Source: an optimization exercise on an open RTL-to-GDS flow (aim: small area and few clock cycles per item). Production flows keep margins and buffers that such runs may drop.
Function was checked by simulation only, so behaviour that the tests miss may differ from the original.
The flow treats the clock pin as an ideal source, which a real chip does not have.
Power figures rest on the tool's default switching activity, not on a simulated workload.

Design rs_pair_enc, start of the top module:
module rs_pair_enc (
    input  wire       clk,
    input  wire       rst,
    input  wire       in_valid,
    output wire       in_ready,
    input  wire [9:0] in_sym,
    output wire       out_valid,
    input  wire       out_ready,
    output wire [9:0] out_sym,
    output wire       out_last
);
Size: roughly 1100 cells after synthesis, roughly 27 I/O pins, ~15000 um^2 of cells after synthesis.
export LEC_CHECK = 0
export CAP_MARGIN = 20
export CORE_MARGIN = 2
export CORE_UTILIZATION = 88
export SLEW_MARGIN = 20
export SYNTH_HIERARCHICAL = 1
export SYNTH_MINIMUM_KEEP_SIZE = 0
create_clock -name core_clock -period 5.0 [get_ports {clk}]
standard.sh (not shown) runs the stock make flow with config.mk's settings and CLKGATE_MAP_FILE= SYNTH_SCRIPT=/design/flow/synth_recipe.tcl, a recipe that flattens the netlist after the stock synthesis.
==> flow/flow/run.sh <==
#!/bin/bash
# Own flow: the standard layout (standard.sh), with
# - the ports buffered with the smallest buffer,
# - the clock tree built without dummy loads, from clkbuf_8 leaf clusters.
set -euo pipefail
export BUFFER_PORTS_ARGS="-buffer_cell sky130_fd_sc_hd__buf_1"
export CTS_ARGS="-sink_clustering_enable -repair_clock_nets -dont_use_dummy_load -buf_list {sky130_fd_sc_hd__clkbuf_8} -sink_clustering_size 20 -sink_clustering_max_diameter 50"
bash standard.sh > flow_make.log 2>&1
The baseline died in clock tree synthesis (4_1_cts).
Testbench counts at the start, summed over its fixed seeds: cycles 19,716, items 18.
Next try:
--- a/flow/config.mk
+++ b/flow/config.mk
@@ -8 +8 @@
-export CAP_MARGIN = 20
+export CAP_MARGIN = 0
@@ -10,2 +10,2 @@
-export CORE_UTILIZATION = 88
-export SLEW_MARGIN = 20
+export CORE_UTILIZATION = 70
+export SLEW_MARGIN = 0
Effect: This time the run ran to the end with no violations; area after synthesis is unchanged; synthesized cell count does not change.
Next try:
--- a/flow/config.mk
+++ b/flow/config.mk
@@ -8 +8 @@
-export CAP_MARGIN = 0
+export CAP_MARGIN = 20
@@ -10,2 +10,2 @@
-export CORE_UTILIZATION = 70
-export SLEW_MARGIN = 0
+export CORE_UTILIZATION = 80
+export SLEW_MARGIN = 20
What happened: The changed run finished with timing, DRC and antenna clean; critical path depth is unchanged; global-route usage went up by 5.9 points; setup slack got worse by 0.093 ns; power goes up by about 0.8%; sequential share of layout area went up by 0.31 points; via count is higher by 5.4%; synthesized cell count stays the same; sequential power stays flat; wire length goes up by about 9%; count of clock-buffer cells in the layout increases by 1.
Next try:
--- a/flow/config.mk
+++ b/flow/config.mk
@@ -10 +10 @@
-export CORE_UTILIZATION = 80
+export CORE_UTILIZATION = 70
What happened: The changed run completed with no timing, DRC or antenna violations; setup slack gains 0.093 ns; cell count goes up by 3.3%; global-route usage fell by 5.9 points; total power drops by 0.76%; wire length came out lower by 8.0%; via count falls by 5.1%; maximum frequency came out higher by 2.0%; critical path depth stays the same; utilization drops by 10 points.


rs_pair_enc, a different RTL version from the one above (not shown whole).
For scale: ~1100 cells after synthesis, ~27 I/O pins.
clock: 5.0 ns
lec_check: 0
cap_margin: 20
core_margin: 2
core_utilization: 70
gpl_routability_driven: 0
slew_margin: 20
synth_hierarchical: 1
synth_minimum_keep_size: 0
==> flow/flow/run.sh <==
#!/bin/bash
# Own flow: the standard layout (standard.sh), with
# - the ports buffered with the smallest buffer,
# - the clock tree built without dummy loads, from clkbuf_8 leaf clusters,
# - after global routing, gates and buffers off the critical paths downsized
#   (flow/post_grt.tcl), then slew and capacitance repaired again.
# - after clock tree synthesis, the data-net buffers left by timing-driven
#   placement replaced by a fresh repair (flow/post_cts.tcl).
# ORFS writes each step's full log under orfs/logs; make's own output goes to
# flow_make.log here.
set -euo pipefail
export BUFFER_PORTS_ARGS="-buffer_cell sky130_fd_sc_hd__buf_1"
export CTS_ARGS="-sink_clustering_enable -repair_clock_nets -dont_use_dummy_load -buf_list {sky130_fd_sc_hd__clkbuf_8} -sink_clustering_size 20 -sink_clustering_max_diameter 60"
export POST_CTS_TCL="$(pwd)/flow/post_cts.tcl"
export POST_GLOBAL_ROUTE_TCL="$(pwd)/flow/post_grt.tcl"
bash standard.sh > flow_make.log 2>&1
==> flow/flow/post_cts.tcl <==
# After clock tree synthesis: take out the buf_4 buffers that timing-driven
# placement left on data nets (not the port buffers or the clock tree), then
# repair slew, capacitance and setup again with today's placement, and
# re-legalise.
proc unbuffer_cells { cells } {
  set n 0
  foreach inst $cells {
    set in_pin [get_pins -of_objects $inst -filter "direction == input"]
    set out_pin [get_pins -of_objects $inst -filter "direction == output"]
    set in_net [get_nets -of_objects $in_pin]
    set out_net [get_nets -of_objects $out_pin]
    if { [llength [get_ports -quiet [get_full_name $out_net]]] ||
         [llength [get_ports -quiet [get_full_name $in_net]]] } {
      continue
    }
    set loads [get_pins -of_objects $out_net -filter "direction == input"]
    disconnect_pin $out_net $out_pin
    disconnect_pin $in_net $in_pin
    foreach p $loads {
      disconnect_pin $out_net $p
      connect_pin $in_net $p
    }
    delete_instance $inst
    delete_net $out_net
    incr n
  }
  return $n
}
set bufs {}
foreach i [get_cells *] {
  if { [string match *__buf_4 [get_property $i ref_name]] } { lappend bufs $i }
}
puts "post_cts: removed [unbuffer_cells $bufs] buffers"
estimate_parasitics -placement
repair_design -slew_margin 20 -cap_margin 20 -verbose
repair_timing -setup -setup_margin 0.2 -verbose
detailed_placement
check_placement -verbose
estimate_parasitics -placement
report_worst_slack -max
report_worst_slack -min
Other scripts of this flow, unchanged in this note and not shown: flow/flow/post_grt.tcl
Testbench counts at the start, summed over its fixed seeds: cycles 19,716, items 18.
==> next run, changes <==
--- a/flow/flow/run.sh
+++ b/flow/flow/run.sh
@@ -6,4 +6,2 @@
 #   (flow/post_grt.tcl), then slew and capacitance repaired again.
-# - after clock tree synthesis, the data-net buffers left by timing-driven
-#   placement replaced by a fresh repair (flow/post_cts.tcl).
 # ORFS writes each step's full log under orfs/logs; make's own output goes to
==> flow/flow/post_cts.tcl (replaced) <==
# After clock tree synthesis: downsize gates and buffers on paths with slack
# to spare, then re-legalise.
estimate_parasitics -placement
repair_timing -recover_power 100 -verbose
repair_design -slew_margin 20 -cap_margin 20 -verbose
detailed_placement
estimate_parasitics -placement
report_worst_slack -max
Effect: Setup slack gains 0.13 ns; global-route usage hardly moves; utilization goes down by 0.10 points; clock power hardly moves.
==> next run, changes <==
--- a/flow/flow/run.sh
+++ b/flow/flow/run.sh
@@ -10,4 +10,3 @@
 export BUFFER_PORTS_ARGS="-buffer_cell sky130_fd_sc_hd__buf_1"
-export CTS_ARGS="-sink_clustering_enable -repair_clock_nets -dont_use_dummy_load -buf_list {sky130_fd_sc_hd__clkbuf_8} -sink_clustering_size 20 -sink_clustering_max_diameter 60"
-export POST_CTS_TCL="$(pwd)/flow/post_cts.tcl"
+export CTS_ARGS="-sink_clustering_enable -repair_clock_nets -dont_use_dummy_load -buf_list {sky130_fd_sc_hd__clkbuf_8} -sink_clustering_size 22 -sink_clustering_max_diameter 55"
 export POST_GLOBAL_ROUTE_TCL="$(pwd)/flow/post_grt.tcl"
removed: flow/flow/post_cts.tcl
Sequential power barely changes.
Maximum frequency rises by 4.0%.
Total power falls by 0.38%.
Sequential share of layout area stays flat.
Non-clock buffer count does not change.
Via count falls by 0.39%.
Routed wire length is about the same.
Die area stays the same.


Setup of v45:
Another version of the RTL of rs_pair_enc (not shown whole).
Size: about 1000 cells after synthesis, about 500 flip-flops, roughly 27 I/O pins.
export LEC_CHECK = 0
export CAP_MARGIN = 20
export CORE_MARGIN = 2
export CORE_UTILIZATION = 78
export GPL_ROUTABILITY_DRIVEN = 0
export SLEW_MARGIN = 20
export SYNTH_HIERARCHICAL = 1
export SYNTH_MINIMUM_KEEP_SIZE = 0
create_clock -name core_clock -period 5.0 [get_ports {clk}]
==> flow/flow/run.sh <==
#!/bin/bash
# Own flow: the standard layout (standard.sh), with
# - the ports buffered with the smallest buffer,
# - the clock tree built without dummy loads, from clkbuf_8 leaf clusters,
# - after clock tree synthesis and again after global routing, gates and
#   buffers off the critical paths downsized, then slew and capacitance
#   repaired (flow/post_cts.tcl, flow/post_grt.tcl).
# ORFS writes each step's full log under orfs/logs; make's own output goes to
# flow_make.log here.
set -euo pipefail
export BUFFER_PORTS_ARGS="-buffer_cell sky130_fd_sc_hd__buf_1"
export CTS_ARGS="-sink_clustering_enable -repair_clock_nets -dont_use_dummy_load -buf_list {sky130_fd_sc_hd__clkbuf_8} -sink_clustering_size 20 -sink_clustering_max_diameter 60"
export POST_CTS_TCL="$(pwd)/flow/post_cts.tcl"
export POST_GLOBAL_ROUTE_TCL="$(pwd)/flow/post_grt.tcl"
bash standard.sh > flow_make.log 2>&1
==> flow/flow/post_cts.tcl <==
# After clock tree synthesis: downsize gates and buffers on paths with slack
# to spare, then re-legalise.
estimate_parasitics -placement
repair_timing -recover_power 100 -verbose
repair_design -slew_margin 20 -cap_margin 20 -verbose
detailed_placement
estimate_parasitics -placement
report_worst_slack -max
==> flow/flow/post_grt.tcl <==
# After global routing: downsize gates and buffers on paths with slack to spare,
# fix any slew or capacitance this leaves over the margins, re-legalise, and
# write the route guides again for the detailed router.
global_route -start_incremental
repair_timing -recover_power 100 -verbose
estimate_parasitics -global_routing
repair_design -slew_margin 20 -cap_margin 20 -verbose
detailed_placement
global_route -end_incremental
estimate_parasitics -global_routing
report_worst_slack -max
report_check_types -max_slew -max_capacitance
write_guides $::env(RESULTS_DIR)/route.guide
v45: no failed stages, no open violations at the end
Testbench counts of v45, summed over its fixed seeds: cycles 19,716, items 18.
#### Input delta (v54 over v45)
# v45
export LEC_CHECK = 0
export CAP_MARGIN = 20
export CORE_MARGIN = 2
export CORE_UTILIZATION = 78
export GPL_ROUTABILITY_DRIVEN = 0
export SLEW_MARGIN = 20
export SYNTH_HIERARCHICAL = 1
export SYNTH_MINIMUM_KEEP_SIZE = 0
create_clock -name core_clock -period 5.0 [get_ports {clk}]
# v54
export LEC_CHECK = 0
export CAP_MARGIN = 20
export CORE_MARGIN = 2
export CORE_UTILIZATION = 70
export GPL_ROUTABILITY_DRIVEN = 0
export SLEW_MARGIN = 20
export SYNTH_HIERARCHICAL = 1
export SYNTH_MINIMUM_KEEP_SIZE = 0
create_clock -name core_clock -period 5.0 [get_ports {clk}]
--- outcome ---
v54: done, clean on timing, DRC and antenna. v45: flow completed, timing, DRC and antenna clean. Compared with v45, global-route wire length before repair in v54 decreased slightly. The transition time at the pin with the least slew margin number comes out higher for v54 vs v45. Against v45, v54 comes in 3.4% higher on clock-buffer cell count. Delta(met3 layer wire length in the routed design, v54 - v45) < 0. When v54 is measured against v45, its critical path depth turns out 1 lower. Going from v45 to v54, the routed wire length was found to have gone down by about 2.7%.
Input-level comparison between v42 and v54:
# v54
export LEC_CHECK = 0
export CAP_MARGIN = 20
export CORE_MARGIN = 2
export CORE_UTILIZATION = 70
export GPL_ROUTABILITY_DRIVEN = 0
export SLEW_MARGIN = 20
export SYNTH_HIERARCHICAL = 1
export SYNTH_MINIMUM_KEEP_SIZE = 0
create_clock -name core_clock -period 5.0 [get_ports {clk}]
# v42
export LEC_CHECK = 0
export CAP_MARGIN = 20
export CORE_MARGIN = 2
export CORE_UTILIZATION = 64
export GPL_ROUTABILITY_DRIVEN = 0
export SLEW_MARGIN = 20
export SYNTH_HIERARCHICAL = 1
export SYNTH_MINIMUM_KEEP_SIZE = 0
create_clock -name core_clock -period 5.0 [get_ports {clk}]
==> results.txt <==
Cmp v42 and v54 / total power / lower: v54
v42 vs v54 on data arrival time at the worst-slack endpoint: v42 is the higher one.
Sort v42 and v54 by path depth of the worst reg2reg path, descending, and v54 comes first.
v42 vs v54: cell area after layout up
Looking at clock buffer count, v42 sits 1 higher than v54 does.
Number of rows created at floorplan (v42 vs. v54) increases by a few percent
In v42, placement-stage cell area is higher than in v54.


rs_pair_enc with an RTL version that a note above also has.
Size in the first run: ~1,100 cells after synthesis, about 500 flip-flops, about 27 I/O pins, roughly 0.015 mm² of cells after synthesis.
==> flow/design.v (excerpt) <==
module rs_pair_enc (
    input  wire       clk,
    input  wire       rst,
    input  wire       in_valid,
    output wire       in_ready,
    input  wire [9:0] in_sym,
    output wire       out_valid,
    input  wire       out_ready,
    output wire [9:0] out_sym,
    output wire       out_last
);
    localparam NMSG = 1040;               
    localparam NSYM = 1088;               
    localparam SEG  = 24;                 
    reg  [10:0]  cnt;                     
    reg  [4:0]   rot;                     
    reg          clr;                     
    reg  [479:0] r;                       
    wire in_msg  = !(cnt[10] && (cnt[5] || cnt[4]));      
    wire last    = cnt[10] && (&cnt[5:0]);                
    wire rot_end = rot[0] && rot[1] && rot[2] && rot[4];                  
    wire idle    = clr || (rot != 0);
    assign in_ready  = !idle && in_msg && out_ready;
    assign out_valid = !idle && (in_msg ? in_valid : 1'b1);
    wire   xfer      = !rst && out_valid && out_ready;
    wire   rot_m     = !rst && !clr && !xfer;       
    wire   step_msg  = xfer && in_msg;              
    wire [9:0] top = r[479:470];
    wire [9:0] top_std = top;
    assign out_sym  = in_msg ? in_sym : top_std;
    assign out_last = last;
    wire [9:0] fb = (in_sym ^ top_std) & {10{step_msg}};
    wire [9:0] s23 = r[239:230];
    wire cv_t0;
    rs_xor2 x_cv_t0 (.a(s23[5]), .b(s23[9]), .y(cv_t0));
    wire cv_t1;
    rs_xor2 x_cv_t1 (.a(s23[2]), .b(s23[4]), .y(cv_t1));
    wire cv_t2;
    rs_xor2 x_cv_t2 (.a(s23[8]), .b(s23[9]), .y(cv_t2));
    wire cv_t3;
    rs_xor2 x_cv_t3 (.a(s23[1]), .b(cv_t2), .y(cv_t3));
    wire cv_t4;
    rs_xor2 x_cv_t4 (.a(s23[7]), .b(cv_t2), .y(cv_t4));
    wire cv_t5;
    rs_xor2 x_cv_t5 (.a(s23[6]), .b(s23[7]), .y(cv_t5));
    wire cv_t6;
  ...
==> flow/config.mk <==
export PLATFORM = sky130hd
export DESIGN_NAME = rs_pair_enc
export DESIGN_NICKNAME = rs_pair_enc
export VERILOG_FILES = /design/flow/design.v
export SDC_FILE = /design/flow/constraint.sdc
export NUM_CORES = 4
export LEC_CHECK = 0
export CAP_MARGIN = 20
export CORE_MARGIN = 2
export CORE_UTILIZATION = 70
export GPL_ROUTABILITY_DRIVEN = 0
export SLEW_MARGIN = 20
export SYNTH_HIERARCHICAL = 1
export SYNTH_MINIMUM_KEEP_SIZE = 0
==> flow/constraint.sdc <==
create_clock -name core_clock -period 5.0 [get_ports {clk}]
set_input_delay 1.0000 -clock core_clock [delete_from_list [all_inputs] [get_ports {clk}]]
set_output_delay 1.0000 -clock core_clock [all_outputs]
set_load 0.01 [all_outputs]
==> flow/flow/run.sh <==
#!/bin/bash
# Own flow: the standard layout (standard.sh), with
# - the ports buffered with the smallest buffer,
# - the clock tree built without dummy loads, from clkbuf_8 leaf clusters.
set -euo pipefail
export BUFFER_PORTS_ARGS="-buffer_cell sky130_fd_sc_hd__buf_1"
export CTS_ARGS="-sink_clustering_enable -repair_clock_nets -dont_use_dummy_load -buf_list {sky130_fd_sc_hd__clkbuf_8} -sink_clustering_size 20 -sink_clustering_max_diameter 60"
export RECOVER_POWER=100
bash standard.sh > flow_make.log 2>&1
The first run produced a layout that fails on max-capacitance violations, max-slew violations.
Testbench counts at the start, summed over its fixed seeds: cycles 19,716, items 18.
Edit:
--- a/flow/flow/run.sh
+++ b/flow/flow/run.sh
@@ -7,2 +7 @@
-export CTS_ARGS="-sink_clustering_enable -repair_clock_nets -dont_use_dummy_load -buf_list {sky130_fd_sc_hd__clkbuf_8} -sink_clustering_size 20 -sink_clustering_max_diameter 60"
-export RECOVER_POWER=100
+export CTS_ARGS="-sink_clustering_enable -repair_clock_nets -dont_use_dummy_load -buf_list {sky130_fd_sc_hd__clkbuf_8} -sink_clustering_size 20 -sink_clustering_max_diameter 50"
- GPL_ROUTABILITY_DRIVEN: 0 -> default
With this change the flow finished clean.
Die area does not change.
Setup slack is better by 0.38 ns.
Total power goes up by about 0.64%.
Routed wire length came out lower by 0.49%.
Utilization increases by 0.75 points.
Synthesized cell count is unchanged.
Edit:
--- a/flow/flow/run.sh
+++ b/flow/flow/run.sh
@@ -7,0 +8 @@
+export GPL_KEEP_OVERFLOW=0
What happened: Global-route usage is higher by 0.13 points; final cell count is lower by 2.8%; area after synthesis does not change; register-to-register slack is worse by 0.64 ns; clock skew drops by 0.013 ns; setup slack gets worse by 0.72 ns; count of clock-buffer cells in the layout grows by 4.
Edit:
==> flow/flow/run.sh (replaced) <==
#!/bin/bash
# Own flow: the standard layout (standard.sh), with
# - the ports buffered with the smallest buffer,
# - the clock tree built without dummy loads, from clkbuf_8 leaf clusters,
# - after global routing, gates and buffers off the critical paths downsized
#   (flow/post_grt.tcl), then slew and capacitance repaired again.
# ORFS writes each step's full log under orfs/logs; make's own output goes to
# flow_make.log here.
set -euo pipefail
export BUFFER_PORTS_ARGS="-buffer_cell sky130_fd_sc_hd__buf_1"
export CTS_ARGS="-sink_clustering_enable -repair_clock_nets -dont_use_dummy_load -buf_list {sky130_fd_sc_hd__clkbuf_8} -sink_clustering_size 20 -sink_clustering_max_diameter 60"
export POST_GLOBAL_ROUTE_TCL="$(pwd)/flow/post_grt.tcl"
bash standard.sh > flow_make.log 2>&1
==> flow/flow/post_grt.tcl (new file) <==
# After global routing: downsize gates and buffers on paths with slack to spare,
# fix any slew or capacitance this leaves over the margins, re-legalise, and
# write the route guides again for the detailed router.
global_route -start_incremental
repair_timing -recover_power 100 -verbose
estimate_parasitics -global_routing
repair_design -slew_margin 20 -cap_margin 20 -verbose
detailed_placement
global_route -end_incremental
estimate_parasitics -global_routing
report_worst_slack -max
report_check_types -max_slew -max_capacitance
write_guides $::env(RESULTS_DIR)/route.guide
- GPL_ROUTABILITY_DRIVEN: default -> 0
Result: Clock skew went up by 0.023 ns. Total power went down by a few percent. Clock-buffer cell count went down by 6. Wire length went up slightly. Clock power went down by a little under a tenth. Sequential power barely changes. Via count went up by a few percent. Cell area went down slightly. Worst setup slack gains 0.37 ns.

==> port drivers added, routing unchanged <==
How much do the figures lean on ideal ports? The routed layouts below were timed once more, with nothing changed but the port constraints.
Step 1: set_driving_cell puts a clkbuf_16 on clk and a buf_2 on each other input, an assumption about the parent block.
Step 2 times the ports against the registers' clock, not the clock port: input delays grow and output delays shrink by t, the midpoint of the rising clock arrivals with the driver on.
a / b / c = ideal ports / drivers / drivers and shift; a / b = the first two.
run	t (ns)	setup WS [ns]	worst slew at a driven data input, ns
the second run of note 1	0.560	0.459 / 0.459 / 0.200	0.03
the third run of note 1	0.569	0.366 / 0.366 / 0.051	0.03
the fourth run of note 1	0.560	0.459 / 0.459 / 0.200	0.03
the first run of note 2	0.631	0.221 / 0.221 / -0.377	0.04
the second run of note 2	0.631	0.348 / 0.348 / 0.020	0.04
the third run of note 2	0.625	0.527 / 0.527 / 0.308	0.04
v45	0.619	0.253 / 0.253 / -0.234	0.04
v54	0.625	0.328 / 0.328 / -0.120	0.03
v42	0.641	0.221 / 0.221 / -0.233	0.03
the first run of note 4	0.631	0.549 / 0.549 / 0.356	0.04
the second run of note 4	0.623	0.928 / 0.928 / 0.524	0.04
the third run of note 4	0.574	0.210 / 0.232 / -0.342	0.03
the fourth run of note 4	0.631	0.575 / 0.575 / 0.345	0.04
Met with ideal ports but missed after step 2: setup timing in 5 of these runs. The setup slack of the first run of note 2, which loses most, moves by 0.000 ns with the drivers and by -0.598 ns with both steps.
